This design comes from an exercise in tuning for small area, a short achievable clock period and few clock cycles per item on the open sky130 flow, not from production work. The RTL was checked by simulation tests, not by an equivalence proof against the original design. Power figures rest on the tool's default switching activity, not on a simulated workload.

[flow/design.v]
module meas_stream (
  input  wire        clk,
  input  wire        rst_n,
  input  wire        in_valid,
  output wire        in_ready,
  input  wire        in_cfg,
  input  wire [31:0] in_word,
  input  wire [3:0]  cfg_rank_win,
  input  wire [3:0]  cfg_rank,
  input  wire [2:0]  cfg_resp,
  input  wire [23:0] cfg_offset,
  input  wire [31:0] cfg_gain,
  output reg         out_valid,
  output reg  [31:0] out_value,
  output reg         out_sat,
  output reg         err_valid,
  output reg         err_fault
);
  integer m, mc;
  reg         r0_v, r0_cfg;
  reg  [31:0] r0_word;
  reg  [3:0]  r0_rw, r0_rk;
  reg  [2:0]  r0_rs;
  reg  [23:0] r0_off;
  reg  [31:0] r0_gain;
  reg         tk2, tk3, tk4, tk5, tk6, tk7;    
  wire        cfg_busy = tk2 | tk3 | tk4 | tk5 | tk6;
  wire        r0_hold  = r0_v & r0_cfg & cfg_busy;
  assign in_ready = ~r0_hold;
  always @(posedge clk) begin
    if (!rst_n) r0_v <= 1'b0;
    else if (!r0_hold) r0_v <= in_valid;
    r0_word <= in_word;
    if (!r0_hold) begin
      r0_cfg  <= in_cfg;
      r0_rw   <= cfg_rank_win;
      r0_rk   <= cfg_rank;
      r0_rs   <= cfg_resp;
      r0_off  <= cfg_offset;
      r0_gain <= cfg_gain;
    end
  end
  reg  [3:0]  cur_rw, cur_rk;
  reg  [2:0]  cur_rs;
  reg  [23:0] off_new, off_cur;
  reg  [31:0] gain_new, gain_cur;
  reg  [6:0]  n7;         
  reg  [2:0]  nm8;        
  reg  [1:0]  fail_run;
  reg  [23:0] last_val;
  reg         last_sat, last_refns;
  reg  [23:0] win [0:8];             
  reg  [8:0]  wlt [0:8];             
  reg  [8:0]  wgt [0:8];             
  wire        s1_go   = r0_v & ~r0_hold;
  wire        s1_cfg  = s1_go & r0_cfg;
  wire        s1_word = s1_go & ~r0_cfg;
  wire        par_ok  = ~^r0_word;
  wire        push    = s1_word & (par_ok | (fail_run == 2'd0));
  wire        flush   = s1_word & ~par_ok & (fail_run != 2'd0);
  wire [23:0] push_val   = par_ok ? r0_word[23:0] : last_val;
  wire        push_sat   = par_ok ? r0_word[24]   : last_sat;
  wire        push_refns = par_ok ? r0_word[25]   : last_refns;
  wire        restart = s1_cfg & (r0_rw != cur_rw || r0_rk != cur_rk || r0_rs != cur_rs);
  reg  [6:0]  taps;
  reg  [2:0]  dmask;
  always @* begin
    case (cur_rs)
      3'd0: begin taps = 7'd1;  dmask = 3'd0; end
      3'd1: begin taps = 7'd3;  dmask = 3'd0; end
      3'd2: begin taps = 7'd5;  dmask = 3'd0; end
      3'd3: begin taps = 7'd8;  dmask = 3'd0; end
      3'd4: begin taps = 7'd16; dmask = 3'd1; end
      3'd5: begin taps = 7'd32; dmask = 3'd3; end
      default: begin taps = 7'd64; dmask = 3'd7; end
    endcase
  end
  wire [6:0]  settle  = {3'd0, cur_rw} + taps - 7'd1;
  wire [6:0]  n7_new  = push_refns ? 7'd1 : (n7 == 7'd127 ? 7'd127 : n7 + 7'd1);
  wire [2:0]  nm8_new = push_refns ? 3'd1 : nm8 + 3'd1;
  wire        s1_out  = (n7_new >= settle) && ((nm8_new & dmask) == 3'd0);
  wire [2:0]  s1_q    = (3'd0 - nm8_new) & dmask;
  wire        s1_fresh = (s1_q == dmask);
  wire [3:0]  s1_want = (cur_rk == 4'd0) ? ((cur_rw + 4'd1) >> 1) : cur_rk;
  reg  [7:0]  c_lt, c_gt;
  always @* begin
    for (mc = 0; mc < 8; mc = mc + 1) begin
      c_lt[mc] = par_ok ? (r0_word[23:0] < win[mc]) : (mc == 0 ? 1'b0 : wlt[0][mc]);
      c_gt[mc] = par_ok ? (r0_word[23:0] > win[mc]) : (mc == 0 ? 1'b0 : wgt[0][mc]);
    end
  end
  reg         v2, o2, sat2;
  reg  [3:0]  rw2, want2;
  reg  [2:0]  rs2, q2;
  reg         fr2;
  always @(posedge clk) begin
    if (!rst_n) begin
      cur_rw   <= 4'd1;
      cur_rk   <= 4'd0;
      cur_rs   <= 3'd0;
      off_cur  <= 24'd0;
      gain_cur <= 32'h0010_0000;
      n7       <= 7'd0;
      nm8      <= 3'd0;
      fail_run <= 2'd0;
      last_val <= 24'd0;
      last_sat <= 1'b0;
      last_refns <= 1'b0;
      v2 <= 1'b0;
      tk2 <= 1'b0; tk3 <= 1'b0; tk4 <= 1'b0; tk5 <= 1'b0; tk6 <= 1'b0; tk7 <= 1'b0;
      err_valid <= 1'b0;
      err_fault <= 1'b0;
    end else begin
      tk2 <= s1_cfg; tk3 <= tk2; tk4 <= tk3; tk5 <= tk4; tk6 <= tk5; tk7 <= tk6;
      if (tk6) off_cur  <= off_new;
      if (tk7) gain_cur <= gain_new;
      err_valid <= s1_word & ~par_ok;
      err_fault <= s1_word & ~par_ok & (fail_run == 2'd1);
      v2 <= push;
      if (s1_cfg) begin
        cur_rw <= r0_rw;
        cur_rk <= r0_rk;
        cur_rs <= r0_rs;
      end
      if (s1_word) begin
        if (par_ok) begin
          fail_run   <= 2'd0;
          last_val   <= r0_word[23:0];
          last_sat   <= r0_word[24];
          last_refns <= r0_word[25];
        end else begin
          fail_run <= (fail_run == 2'd0) ? 2'd1 : 2'd2;
        end
      end
      if (restart || flush) begin
        n7  <= 7'd0;
        nm8 <= 3'd0;
      end else if (push) begin
        n7  <= n7_new;
        nm8 <= nm8_new;
      end
    end
    if (s1_cfg) begin
      off_new  <= r0_off;
      gain_new <= r0_gain;
    end
    o2    <= s1_out;
    sat2  <= push_sat;
    rw2   <= cur_rw;
    want2 <= s1_want;
    rs2   <= cur_rs;
    q2    <= s1_q;
    fr2   <= s1_fresh;
    if (push) begin
      win[0] <= push_val;
      for (m = 1; m < 9; m = m + 1) win[m] <= win[m-1];
      wlt[0] <= {c_lt, 1'b0};
      wgt[0] <= {c_gt, 1'b0};
      for (m = 1; m < 9; m = m + 1) begin
        wlt[m] <= {wlt[m-1][7:0], 1'b0};
        wgt[m] <= {wgt[m-1][7:0], 1'b0};
      end
    end
  end
  reg  [3:0]  n_lt, n_le;
  reg  [23:0] rank_out;
  integer i, k;
  always @* begin
    rank_out = 24'd0;
    for (i = 0; i < 9; i = i + 1) begin
      n_lt = 4'd0;
      n_le = 4'd1;
      for (k = 0; k < 9; k = k + 1) begin
        if (k < i && k < rw2) begin
          n_lt = n_lt + {3'd0, wlt[k][i]};
          n_le = n_le + {3'd0, ~wgt[k][i]};
        end
        if (k > i && k < rw2) begin
          n_lt = n_lt + {3'd0, wgt[i][k]};
          n_le = n_le + {3'd0, ~wlt[i][k]};
        end
      end
      if (i < rw2 && n_lt < want2 && want2 <= n_le)
        rank_out = rank_out | win[i];
    end
  end
  reg  [23:0] hist [0:63];
  reg         v3, o3, sat3;
  reg  [2:0]  s3_rs, s3_q;
  reg         fr3;
  always @(posedge clk) begin
    if (!rst_n) v3 <= 1'b0;
    else        v3 <= v2;
    o3 <= o2; sat3 <= sat2; s3_rs <= rs2; s3_q <= q2; fr3 <= fr2;
    if (v2) begin
      hist[0] <= rank_out;
      for (m = 1; m < 64; m = m + 1) hist[m] <= hist[m-1];
    end
  end
  wire s0_a0 = (s3_rs == 3'd0) | (s3_rs == 3'd1) | (s3_rs == 3'd2) | (s3_rs == 3'd3) | (s3_rs == 3'd4 && s3_q == 3'd0) | (s3_rs == 3'd4 && s3_q == 3'd1) | (s3_rs == 3'd5 && s3_q == 3'd0) | (s3_rs == 3'd5 && s3_q == 3'd1) | (s3_rs == 3'd5 && s3_q == 3'd2) | (s3_rs == 3'd5 && s3_q == 3'd3) | (s3_rs == 3'd6 && s3_q == 3'd0) | (s3_rs == 3'd6 && s3_q == 3'd1) | (s3_rs == 3'd6 && s3_q == 3'd2) | (s3_rs == 3'd6 && s3_q == 3'd3) | (s3_rs == 3'd6 && s3_q == 3'd4) | (s3_rs == 3'd6 && s3_q == 3'd5) | (s3_rs == 3'd6 && s3_q == 3'd6) | (s3_rs == 3'd6 && s3_q == 3'd7);
  wire [23:0] pre0_a = ({24{s0_a0}} & hist[0]);
  wire s0_b0 = (s3_rs == 3'd0);
  wire s0_b2 = (s3_rs == 3'd1);
  wire s0_b4 = (s3_rs == 3'd2);
  wire s0_b7 = (s3_rs == 3'd3);
  wire s0_b13 = (s3_rs == 3'd4 && s3_q == 3'd1);
  wire s0_b15 = (s3_rs == 3'd4 && s3_q == 3'd0);
  wire s0_b25 = (s3_rs == 3'd5 && s3_q == 3'd3);
  wire s0_b27 = (s3_rs == 3'd5 && s3_q == 3'd2);
  wire s0_b29 = (s3_rs == 3'd5 && s3_q == 3'd1);
  wire s0_b31 = (s3_rs == 3'd5 && s3_q == 3'd0);
  wire s0_b49 = (s3_rs == 3'd6 && s3_q == 3'd7);
  wire s0_b51 = (s3_rs == 3'd6 && s3_q == 3'd6);
  wire s0_b53 = (s3_rs == 3'd6 && s3_q == 3'd5);
  wire s0_b55 = (s3_rs == 3'd6 && s3_q == 3'd4);
  wire s0_b57 = (s3_rs == 3'd6 && s3_q == 3'd3);
  wire s0_b59 = (s3_rs == 3'd6 && s3_q == 3'd2);
  wire s0_b61 = (s3_rs == 3'd6 && s3_q == 3'd1);
  wire s0_b63 = (s3_rs == 3'd6 && s3_q == 3'd0);
  wire [23:0] pre0_b = ({24{s0_b0}} & hist[0])
    | ({24{s0_b2}} & hist[2])
    | ({24{s0_b4}} & hist[4])
    | ({24{s0_b7}} & hist[7])
    | ({24{s0_b13}} & hist[13])
    | ({24{s0_b15}} & hist[15])
    | ({24{s0_b25}} & hist[25])
    | ({24{s0_b27}} & hist[27])
    | ({24{s0_b29}} & hist[29])
    | ({24{s0_b31}} & hist[31])
    | ({24{s0_b49}} & hist[49])
    | ({24{s0_b51}} & hist[51])
    | ({24{s0_b53}} & hist[53])
    | ({24{s0_b55}} & hist[55])
    | ({24{s0_b57}} & hist[57])
    | ({24{s0_b59}} & hist[59])
    | ({24{s0_b61}} & hist[61])
    | ({24{s0_b63}} & hist[63]);
  reg signed [15:0] cf0;
  always @* begin
    case ({s3_rs, s3_q})
      {3'd0, 3'd0}: cf0 = 16'h0008;
      {3'd1, 3'd0}: cf0 = 16'h0004;
      {3'd2, 3'd0}: cf0 = 16'h0001;
      {3'd3, 3'd0}: cf0 = 16'h0002;
      {3'd4, 3'd0}: cf0 = 16'hd886;
      {3'd4, 3'd1}: cf0 = 16'hbbcf;
      {3'd5, 3'd0}: cf0 = 16'hf5ac;
      {3'd5, 3'd1}: cf0 = 16'he234;
      {3'd5, 3'd2}: cf0 = 16'hd606;
      {3'd5, 3'd3}: cf0 = 16'he5fe;
      {3'd6, 3'd0}: cf0 = 16'hfd69;
      {3'd6, 3'd1}: cf0 = 16'hf82a;
      {3'd6, 3'd2}: cf0 = 16'hf2de;
      {3'd6, 3'd3}: cf0 = 16'heded;
      {3'd6, 3'd4}: cf0 = 16'hea58;
      {3'd6, 3'd5}: cf0 = 16'he9af;
      {3'd6, 3'd6}: cf0 = 16'hedc8;
      {3'd6, 3'd7}: cf0 = 16'hf830;
      default: cf0 = 16'd0;
    endcase
  end
  wire s1_a1 = (s3_rs == 3'd1) | (s3_rs == 3'd2) | (s3_rs == 3'd3);
  wire s1_a2 = (s3_rs == 3'd4 && s3_q == 3'd0) | (s3_rs == 3'd4 && s3_q == 3'd1);
  wire s1_a4 = (s3_rs == 3'd5 && s3_q == 3'd0) | (s3_rs == 3'd5 && s3_q == 3'd1) | (s3_rs == 3'd5 && s3_q == 3'd2) | (s3_rs == 3'd5 && s3_q == 3'd3);
  wire s1_a8 = (s3_rs == 3'd6 && s3_q == 3'd0) | (s3_rs == 3'd6 && s3_q == 3'd1) | (s3_rs == 3'd6 && s3_q == 3'd2) | (s3_rs == 3'd6 && s3_q == 3'd3) | (s3_rs == 3'd6 && s3_q == 3'd4) | (s3_rs == 3'd6 && s3_q == 3'd5) | (s3_rs == 3'd6 && s3_q == 3'd6) | (s3_rs == 3'd6 && s3_q == 3'd7);
  wire [23:0] pre1_a = ({24{s1_a1}} & hist[1])
    | ({24{s1_a2}} & hist[2])
    | ({24{s1_a4}} & hist[4])
    | ({24{s1_a8}} & hist[8]);
  wire s1_b1 = (s3_rs == 3'd1);
  wire s1_b3 = (s3_rs == 3'd2);
  wire s1_b6 = (s3_rs == 3'd3);
  wire s1_b11 = (s3_rs == 3'd4 && s3_q == 3'd1);
  wire s1_b13 = (s3_rs == 3'd4 && s3_q == 3'd0);
  wire s1_b21 = (s3_rs == 3'd5 && s3_q == 3'd3);
  wire s1_b23 = (s3_rs == 3'd5 && s3_q == 3'd2);
  wire s1_b25 = (s3_rs == 3'd5 && s3_q == 3'd1);
  wire s1_b27 = (s3_rs == 3'd5 && s3_q == 3'd0);
  wire s1_b41 = (s3_rs == 3'd6 && s3_q == 3'd7);
  wire s1_b43 = (s3_rs == 3'd6 && s3_q == 3'd6);
  wire s1_b45 = (s3_rs == 3'd6 && s3_q == 3'd5);
  wire s1_b47 = (s3_rs == 3'd6 && s3_q == 3'd4);
  wire s1_b49 = (s3_rs == 3'd6 && s3_q == 3'd3);
  wire s1_b51 = (s3_rs == 3'd6 && s3_q == 3'd2);
  wire s1_b53 = (s3_rs == 3'd6 && s3_q == 3'd1);
  wire s1_b55 = (s3_rs == 3'd6 && s3_q == 3'd0);
  wire [23:0] pre1_b = ({24{s1_b1}} & hist[1])
    | ({24{s1_b3}} & hist[3])
    | ({24{s1_b6}} & hist[6])
    | ({24{s1_b11}} & hist[11])
    | ({24{s1_b13}} & hist[13])
    | ({24{s1_b21}} & hist[21])
    | ({24{s1_b23}} & hist[23])
    | ({24{s1_b25}} & hist[25])
    | ({24{s1_b27}} & hist[27])
    | ({24{s1_b41}} & hist[41])
    | ({24{s1_b43}} & hist[43])
    | ({24{s1_b45}} & hist[45])
    | ({24{s1_b47}} & hist[47])
    | ({24{s1_b49}} & hist[49])
    | ({24{s1_b51}} & hist[51])
    | ({24{s1_b53}} & hist[53])
    | ({24{s1_b55}} & hist[55]);
  reg signed [17:0] cf1;
  always @* begin
    case ({s3_rs, s3_q})
      {3'd1, 3'd0}: cf1 = 18'h00004;
      {3'd2, 3'd0}: cf1 = 18'h00004;
      {3'd3, 3'd0}: cf1 = 18'h00002;
      {3'd4, 3'd0}: cf1 = 18'h09c3f;
      {3'd4, 3'd1}: cf1 = 18'h14734;
      {3'd5, 3'd0}: cf1 = 18'h026d2;
      {3'd5, 3'd1}: cf1 = 18'h08885;
      {3'd5, 3'd2}: cf1 = 18'h0c164;
      {3'd5, 3'd3}: cf1 = 18'h06ebf;
      {3'd6, 3'd0}: cf1 = 18'h00980;
      {3'd6, 3'd1}: cf1 = 18'h020b1;
      {3'd6, 3'd2}: cf1 = 18'h03abb;
      {3'd6, 3'd3}: cf1 = 18'h05297;
      {3'd6, 3'd4}: cf1 = 18'h061d2;
      {3'd6, 3'd5}: cf1 = 18'h061a0;
      {3'd6, 3'd6}: cf1 = 18'h04c61;
      {3'd6, 3'd7}: cf1 = 18'h01f43;
      default: cf1 = 18'd0;
    endcase
  end
  wire s2_a2 = (s3_rs == 3'd2) | (s3_rs == 3'd3);
  wire s2_a4 = (s3_rs == 3'd4 && s3_q == 3'd0) | (s3_rs == 3'd4 && s3_q == 3'd1);
  wire s2_a8 = (s3_rs == 3'd5 && s3_q == 3'd0) | (s3_rs == 3'd5 && s3_q == 3'd1) | (s3_rs == 3'd5 && s3_q == 3'd2) | (s3_rs == 3'd5 && s3_q == 3'd3);
  wire s2_a16 = (s3_rs == 3'd6 && s3_q == 3'd0) | (s3_rs == 3'd6 && s3_q == 3'd1) | (s3_rs == 3'd6 && s3_q == 3'd2) | (s3_rs == 3'd6 && s3_q == 3'd3) | (s3_rs == 3'd6 && s3_q == 3'd4) | (s3_rs == 3'd6 && s3_q == 3'd5) | (s3_rs == 3'd6 && s3_q == 3'd6) | (s3_rs == 3'd6 && s3_q == 3'd7);
  wire [23:0] pre2_a = ({24{s2_a2}} & hist[2])
    | ({24{s2_a4}} & hist[4])
    | ({24{s2_a8}} & hist[8])
    | ({24{s2_a16}} & hist[16]);
  wire s2_b2 = (s3_rs == 3'd2);
  wire s2_b5 = (s3_rs == 3'd3);
  wire s2_b9 = (s3_rs == 3'd4 && s3_q == 3'd1);
  wire s2_b11 = (s3_rs == 3'd4 && s3_q == 3'd0);
  wire s2_b17 = (s3_rs == 3'd5 && s3_q == 3'd3);
  wire s2_b19 = (s3_rs == 3'd5 && s3_q == 3'd2);
  wire s2_b21 = (s3_rs == 3'd5 && s3_q == 3'd1);
  wire s2_b23 = (s3_rs == 3'd5 && s3_q == 3'd0);
  wire s2_b33 = (s3_rs == 3'd6 && s3_q == 3'd7);
  wire s2_b35 = (s3_rs == 3'd6 && s3_q == 3'd6);
  wire s2_b37 = (s3_rs == 3'd6 && s3_q == 3'd5);
  wire s2_b39 = (s3_rs == 3'd6 && s3_q == 3'd4);
  wire s2_b41 = (s3_rs == 3'd6 && s3_q == 3'd3);
  wire s2_b43 = (s3_rs == 3'd6 && s3_q == 3'd2);
  wire s2_b45 = (s3_rs == 3'd6 && s3_q == 3'd1);
  wire s2_b47 = (s3_rs == 3'd6 && s3_q == 3'd0);
  wire [23:0] pre2_b = ({24{s2_b2}} & hist[2])
    | ({24{s2_b5}} & hist[5])
    | ({24{s2_b9}} & hist[9])
    | ({24{s2_b11}} & hist[11])
    | ({24{s2_b17}} & hist[17])
    | ({24{s2_b19}} & hist[19])
    | ({24{s2_b21}} & hist[21])
    | ({24{s2_b23}} & hist[23])
    | ({24{s2_b33}} & hist[33])
    | ({24{s2_b35}} & hist[35])
    | ({24{s2_b37}} & hist[37])
    | ({24{s2_b39}} & hist[39])
    | ({24{s2_b41}} & hist[41])
    | ({24{s2_b43}} & hist[43])
    | ({24{s2_b45}} & hist[45])
    | ({24{s2_b47}} & hist[47]);
  reg signed [19:0] cf2;
  always @* begin
    case ({s3_rs, s3_q})
      {3'd2, 3'd0}: cf2 = 20'h00003;
      {3'd3, 3'd0}: cf2 = 20'h00002;
      {3'd4, 3'd0}: cf2 = 20'hd9229;
      {3'd4, 3'd1}: cf2 = 20'hb8c1e;
      {3'd5, 3'd0}: cf2 = 20'hf69af;
      {3'd5, 3'd1}: cf2 = 20'he18e4;
      {3'd5, 3'd2}: cf2 = 20'hd73a6;
      {3'd5, 3'd3}: cf2 = 20'he929c;
      {3'd6, 3'd0}: cf2 = 20'hfdbb5;
      {3'd6, 3'd1}: cf2 = 20'hf885b;
      {3'd6, 3'd2}: cf2 = 20'hf3121;
      {3'd6, 3'd3}: cf2 = 20'hee659;
      {3'd6, 3'd4}: cf2 = 20'hebad1;
      {3'd6, 3'd5}: cf2 = 20'hec12c;
      {3'd6, 3'd6}: cf2 = 20'hf08c3;
      {3'd6, 3'd7}: cf2 = 20'hf9aaa;
      default: cf2 = 20'd0;
    endcase
  end
  wire s3_a3 = (s3_rs == 3'd3);
  wire s3_a6 = (s3_rs == 3'd4 && s3_q == 3'd0) | (s3_rs == 3'd4 && s3_q == 3'd1);
  wire s3_a12 = (s3_rs == 3'd5 && s3_q == 3'd0) | (s3_rs == 3'd5 && s3_q == 3'd1) | (s3_rs == 3'd5 && s3_q == 3'd2) | (s3_rs == 3'd5 && s3_q == 3'd3);
  wire s3_a24 = (s3_rs == 3'd6 && s3_q == 3'd0) | (s3_rs == 3'd6 && s3_q == 3'd1) | (s3_rs == 3'd6 && s3_q == 3'd2) | (s3_rs == 3'd6 && s3_q == 3'd3) | (s3_rs == 3'd6 && s3_q == 3'd4) | (s3_rs == 3'd6 && s3_q == 3'd5) | (s3_rs == 3'd6 && s3_q == 3'd6) | (s3_rs == 3'd6 && s3_q == 3'd7);
  wire [23:0] pre3_a = ({24{s3_a3}} & hist[3])
    | ({24{s3_a6}} & hist[6])
    | ({24{s3_a12}} & hist[12])
    | ({24{s3_a24}} & hist[24]);
  wire s3_b4 = (s3_rs == 3'd3);
  wire s3_b7 = (s3_rs == 3'd4 && s3_q == 3'd1);
  wire s3_b9 = (s3_rs == 3'd4 && s3_q == 3'd0);
  wire s3_b13 = (s3_rs == 3'd5 && s3_q == 3'd3);
  wire s3_b15 = (s3_rs == 3'd5 && s3_q == 3'd2);
  wire s3_b17 = (s3_rs == 3'd5 && s3_q == 3'd1);
  wire s3_b19 = (s3_rs == 3'd5 && s3_q == 3'd0);
  wire s3_b25 = (s3_rs == 3'd6 && s3_q == 3'd7);
  wire s3_b27 = (s3_rs == 3'd6 && s3_q == 3'd6);
  wire s3_b29 = (s3_rs == 3'd6 && s3_q == 3'd5);
  wire s3_b31 = (s3_rs == 3'd6 && s3_q == 3'd4);
  wire s3_b33 = (s3_rs == 3'd6 && s3_q == 3'd3);
  wire s3_b35 = (s3_rs == 3'd6 && s3_q == 3'd2);
  wire s3_b37 = (s3_rs == 3'd6 && s3_q == 3'd1);
  wire s3_b39 = (s3_rs == 3'd6 && s3_q == 3'd0);
  wire [23:0] pre3_b = ({24{s3_b4}} & hist[4])
    | ({24{s3_b7}} & hist[7])
    | ({24{s3_b9}} & hist[9])
    | ({24{s3_b13}} & hist[13])
    | ({24{s3_b15}} & hist[15])
    | ({24{s3_b17}} & hist[17])
    | ({24{s3_b19}} & hist[19])
    | ({24{s3_b25}} & hist[25])
    | ({24{s3_b27}} & hist[27])
    | ({24{s3_b29}} & hist[29])
    | ({24{s3_b31}} & hist[31])
    | ({24{s3_b33}} & hist[33])
    | ({24{s3_b35}} & hist[35])
    | ({24{s3_b37}} & hist[37])
    | ({24{s3_b39}} & hist[39]);
  reg signed [21:0] cf3;
  always @* begin
    case ({s3_rs, s3_q})
      {3'd3, 3'd0}: cf3 = 22'h000002;
      {3'd4, 3'd0}: cf3 = 22'h08ca85;
      {3'd4, 3'd1}: cf3 = 22'h1c9f6c;
      {3'd5, 3'd0}: cf3 = 22'h01fc5d;
      {3'd5, 3'd1}: cf3 = 22'h071cfa;
      {3'd5, 3'd2}: cf3 = 22'h0c5130;
      {3'd5, 3'd3}: cf3 = 22'h0f9946;
      {3'd6, 3'd0}: cf3 = 22'h007750;
      {3'd6, 3'd1}: cf3 = 22'h019538;
      {3'd6, 3'd2}: cf3 = 22'h02e123;
      {3'd6, 3'd3}: cf3 = 22'h043fbb;
      {3'd6, 3'd4}: cf3 = 22'h05909c;
      {3'd6, 3'd5}: cf3 = 22'h06b253;
      {3'd6, 3'd6}: cf3 = 22'h0786b9;
      {3'd6, 3'd7}: cf3 = 22'h07f708;
      default: cf3 = 22'd0;
    endcase
  end
  reg  [24:0] pre0, pre1, pre2, pre3;
  reg  signed [15:0] k0;
  reg  signed [17:0] k1;
  reg  signed [19:0] k2;
  reg  signed [21:0] k3;
  reg         v4, o4, sat4, fr4, sm4;
  always @(posedge clk) begin
    if (!rst_n) v4 <= 1'b0;
    else        v4 <= v3;
    o4 <= o3; sat4 <= sat3; fr4 <= fr3; sm4 <= ~s3_rs[2];
    pre0 <= {1'b0, pre0_a} + {1'b0, pre0_b};
    pre1 <= {1'b0, pre1_a} + {1'b0, pre1_b};
    pre2 <= {1'b0, pre2_a} + {1'b0, pre2_b};
    pre3 <= {1'b0, pre3_a} + {1'b0, pre3_b};
    k0 <= cf0; k1 <= cf1; k2 <= cf2; k3 <= cf3;
  end
  reg  signed [40:0] p0;
  reg  signed [42:0] p1;
  reg  signed [44:0] p2;
  reg  signed [46:0] p3;
  reg         v5, o5, sat5, fr5, sm5;
  always @(posedge clk) begin
    if (!rst_n) v5 <= 1'b0;
    else        v5 <= v4;
    o5 <= o4; sat5 <= sat4; fr5 <= fr4; sm5 <= sm4;
    p0 <= $signed({1'b0, pre0}) * k0;
    p1 <= $signed({1'b0, pre1}) * k1;
    p2 <= $signed({1'b0, pre2}) * k2;
    p3 <= $signed({1'b0, pre3}) * k3;
  end
  reg  signed [47:0] acc;
  reg         v6, o6, sat6, sm6;
  always @(posedge clk) begin
    if (!rst_n) v6 <= 1'b0;
    else        v6 <= v5;
    o6 <= o5; sat6 <= sat5; sm6 <= sm5;
    if (v5)
      acc <= (fr5 ? 48'sd0 : acc) + p0 + p1 + p2 + p3;
  end
  wire signed [25:0] c6 = sm6 ? acc[29:4] : acc[47:22];
  reg  signed [25:0] diff;
  reg         v7, sat7;
  always @(posedge clk) begin
    if (!rst_n) v7 <= 1'b0;
    else        v7 <= v6 & o6;
    sat7 <= sat6;
    diff <= c6 - $signed({2'b0, off_cur});
  end
  reg  signed [57:0] prod;
  reg         v8, sat8;
  always @(posedge clk) begin
    if (!rst_n) v8 <= 1'b0;
    else        v8 <= v7;
    sat8 <= sat7;
    prod <= diff * $signed(gain_cur);
  end
  wire signed [37:0] y = prod[57:20];
  wire y_hi = (y >  38'sd2147483647);
  wire y_lo = (y < -38'sd2147483647);
  always @(posedge clk) begin
    if (!rst_n) out_valid <= 1'b0;
    else        out_valid <= v8;
    out_sat <= sat8 | y_hi | y_lo;
    if (y_hi)      out_value <= 32'h7fff_ffff;
    else if (y_lo) out_value <= 32'h8000_0001;
    else           out_value <= y[31:0];
  end
endmodule
[flow/run.sh]
#!/bin/bash
# synth_recipe.tcl (not shown) runs the flow's synth.tcl, then flattens the netlist and writes it again
# the make line also repeats each setting of config.mk as NAME=value (left out here)
make -C /OpenROAD-flow-scripts/flow DESIGN_CONFIG=/design/flow/config.mk WORK_HOME=/design/flow/orfs CLKGATE_MAP_FILE= SYNTH_SCRIPT=/design/flow/synth_recipe.tcl finish
[flow/config.mk]
export PLATFORM = sky130hd
export DESIGN_NAME = meas_stream
export DESIGN_NICKNAME = meas_stream
export VERILOG_FILES = /design/flow/design.v
export SDC_FILE = /design/flow/constraint.sdc
export NUM_CORES = 4
export LEC_CHECK = 0
export CAP_MARGIN = 20
export CORE_MARGIN = 2
export CORE_UTILIZATION = 40
export SLEW_MARGIN = 20
export SYNTH_MEMORY_MAX_BITS = 65536
[flow/constraint.sdc]
create_clock -name core_clock -period 15.0 [get_ports {clk}]
set_input_delay 3.0000 -clock core_clock [delete_from_list [all_inputs] [get_ports {clk}]]
set_output_delay 3.0000 -clock core_clock [all_outputs]
set_load 0.01 [all_outputs]
==> notes.md <==
-- through the flow --
stage	total power, W	instance area [µm²]	hold WS, ps	util, %
2_1_floorplan	0.0115	206000	310	-
3_3_place_gp	0.0130	215000	311	41.9
3_5_place_dp	0.0131	215000	312	41.9
4_1_cts	0.0207	225000	326	43.9
5_1_grt	0.0215	225000	329	43.9
6_report	0.0206	225000	319	43.9
-- sequential cells by signal (all words and copies together) (netlist names), 26 cells and up --
signal,flops
r0_gain,32
prod,38
wlt,36
p2,45
r0_word,32
p1,43
hist,1536
p3,47
p0,41
out_value,32
wgt,36
win,216
diff,26
acc,48
gain_new,32
gain_cur,32
-- cell families (layout without fill, tap and decap cells) --
family / after synthesis / after routing / synth area share, %
buffers and inverters: 3800 / 3885 / 6.96
AND/OR/NAND/NOR: 5037 / 5037 / 11.7
XOR/XNOR: 565 / 565 / 2.41
AO/OA/AOI/OAI: 2437 / 2437 / 8.50
adder cells (fa/ha/maj): 4002 / 4002 / 33.5
other: 0 / 39 / 0
flip-flops: 2632 / 2632 / 35.4
multiplexers: 300 / 300 / 1.57
-- worst max-delay path, delay by kind of cell, from the launching register on --
kind                     cells  cell delay (ps)
XOR/XNOR                     2              300
adder cells (fa/ha/maj)      8             2220
AO/OA/AOI/OAI                9             1810
multiplexers                 1              280
flip-flops                   1              800
AND/OR/NAND/NOR              9             2490
buffers and inverters        5             1480
-- metal layers --
metal	vias to the layer above	wire [µm]	global-route usage (%)
met5	-	144	0
met4	22	28200	9.48
met3	1131	49100	3.90
met2	6108	276000	36.7
met1	72000	250000	31.0
li1	61900	-	-
-- placed cells by master, fill, tap and decap left out, drive strengths merged, types with 45 or more instances in the layout --
cell	n
mux2	168
fa	2509
a31oi	50
a22oi	313
clkinv	78
o31ai	45
and2	971
xor2	166
inv	2921
o21ai	368
nor3	75
nand3	261
o21a	100
a221oi	174
mux2i	132
nand4	131
nor2	457
a222oi	205
nor2b	219
buf	301
and3	113
edfxtp	1996
ha	1492
clkdlybuf4s50	138
dfxtp	636
a21o	240
xnor2	399
nand2b	161
nand2	2465
a22o	148
clkbuf	413
a21oi	434
-- final cells by class --
cell class | count | area (µm²)
diodes | 39 | 97.6
clock inverters | 133 | 1570
fillers | 47800 | 287000
well taps | 6757 | 8450
repair buffers | 439 | 3810
inverters | 2900 | 10900
flip-flops and latches | 2632 | 72700
multi-input cells | 12300 | 119000
clock buffers | 413 | 8570
-- synth_stat cells (all sizes together), types with 13 or more instances --
master / count
nand2b: 161
a22o: 148
nor3b: 39
and4: 21
a2111oi: 36
clkbuf: 798
xnor2: 399
nand3: 261
xor2: 166
mux2: 168
dfxtp: 636
o31ai: 45
edfxtp: 1996
mux2i: 132
a222oi: 205
ha: 1492
nor4: 21
nor3: 75
nor2: 457
o21a: 100
o22ai: 32
a21boi: 24
o211ai: 33
a22oi: 313
fa: 2509
a211o: 17
inv: 2898
nand4: 131
o21bai: 41
nand3b: 13
a31oi: 50
or2: 27
a21o: 240
nand2: 2465
or3: 38
and3: 113
nor2b: 219
o21ai: 368
buf: 102
a211oi: 39
a221oi: 174
and2: 971
a21oi: 434
-- final timing paths --
kind                              endpoint  depth (start not counted)
worst max-delay path            hist[0][9]                         34
worst min register to register    s3_rs[1]                          0
worst min-delay path              s3_rs[1]                          0
worst max register to register  hist[0][9]                         34
-- power by group --
part	internal (W)	switching, W
clock network	0.00443	0.00318
registers	0.00828	0.000533
logic	0.00159	0.00256
total	0.0143	0.00628
==> impl_metrics.json <==
{
  "required_ps": 15760,
  "cts_root_buf": "clkbuf_16",
  "cts_resized": 0,
  "stdcell_count": 25700,
  "firstDrtPassIters": 14,
  "floorplan.core_area_mm2": 0.512,
  "drive_above_1_share_pct": 5.62,
  "drt-initial-drc-count": 14700,
  "rsz0062_at_grt": "false",
  "cts_buffers": 300,
  "async_reset_ff_share_pct": 0,
  "cp_slowest_cell": "nor3_1",
  "synth_top_area_cell": "edfxtp_1",
  "slowest_delay_ps": 930,
  "holdBufCountCts": 0,
  "drc": 0,
  "powerDensity_mw_per_mm2": 91.5,
  "clkSinkCount": 2632,
  "status": "complete, no violations",
  "drt-wirelength-per-cell_um": 23.6,
  "fin_crit_sh_pct": 64.7,
  "grt_max_degree": 186,
  "hold_viol": 0,
  "drt_wl_total_mm": 604,
  "maxCapViolCount": 0,
  "path_class": "flip-flop to flip-flop",
  "fin_ws_ps": 5300,
  "io_pins": 140,
  "rows": 263,
  "grt_pass1_wl_mm": 909,
  "fin_setup_tns_ps": 0,
  "synth_area_mm2": 0.206,
  "crit-reg2reg-launch": "rw2[3]",
  "cp-end-kind": "flip-flop",
  "synth_top_area_share_pct": 29.2,
  "ant_nets": 0,
  "nNetsFinal": 22700,
  "portBuffers": 139,
  "min_from": "rs2[1]",
  "avgSynthCellArea_um2": 10.9,
  "dp_slack_ps": 5650,
  "yosysUniqueCellTypes": 98,
  "vdd_drop_max_v": 0.000141,
  "area_delta_synth_final_pct": 9.45,
  "crit_path_frequent_cell": "ha_1",
  "grt-ovfl-total": 0,
  "worst_pin_slew_ps": 1310,
  "hold_path.class": "flip-flop to flip-flop",
  "syn-num-nets": 22900,
  "cp-start-kind": "flip-flop",
  "yosys_warnings": 5,
  "routabilityCongestion": 0.921,
  "cts_max_level": 5,
  "fin_crit_ps": 9700,
  "ys.flop_type": "edfxtp_1",
  "drv_slew": 0,
  "via_count": 141000,
  "critPathArrivalTime_ps": 10450,
  "skew_ps": 115,
  "synth_area_leaders": "edfxtp_1 29%, fa_1 24%, ha_1 9.1%",
  "post-cts-setup-buffers": 0,
  "netlist_instances": 18800,
  "initial_core_util_pct": 40.1,
  "cp-startpoint": "rw2[3]",
  "grt_util_all_layers_pct": 23.0,
  "path_clk_slew_ps": 60,
  "dieArea_mm2": 0.520,
  "cts_buffer_depth": 4,
  "r2r_slack_ps": 5300,
  "grt_pass1_vias": 143000,
  "die_h_um": 721,
  "synth_edf_count": 1996,
  "ys_seq_elements": 2632,
  "viasPerCell": 5.50,
  "hpwl_mm": 442,
  "setup-violations-final": 0,
  "p_leak_nw": 93.4,
  "slew_headroom_pct": 12.4,
  "clock.fmax_ghz": 0.103,
  "cts_tree": "built",
  "seq_area_frac_synth_pct": 35.4,
  "antenna_found_initial": 42,
  "insertion_delay_ps": 1010,
  "place_inst": 25100,
  "crit_fanout": 59,
  "die_x_um": 721
}
Testbench counts, summed over its fixed seeds: cycles 29,080, items 28,800.

[re-timing with driven ports]
In the flow no input, the clock included, has a driving cell. The finished layout below was timed again as built, in two steps.
Step 1 assumes that a clkbuf_16 drives the clock port and a buf_2 every other input.
Step 2 moves the port delays by t, midway between the first and last clock arrival at a register: inputs arrive t later, outputs are due t later. That takes back most of the time a late clock gives input paths.
Three values: ideal, step 1, step 2; two values: the first two.
shift t [ns]: 1.085
setup WS [ns]: 5.301 / 5.301 / 5.301
slew at the worst register clock pin (ns): 0.08 / 0.08
After both steps this run still meets setup and hold. For this run, drivers alone change the setup slack by 0.000 ns; drivers and shift together by 0.000 ns.
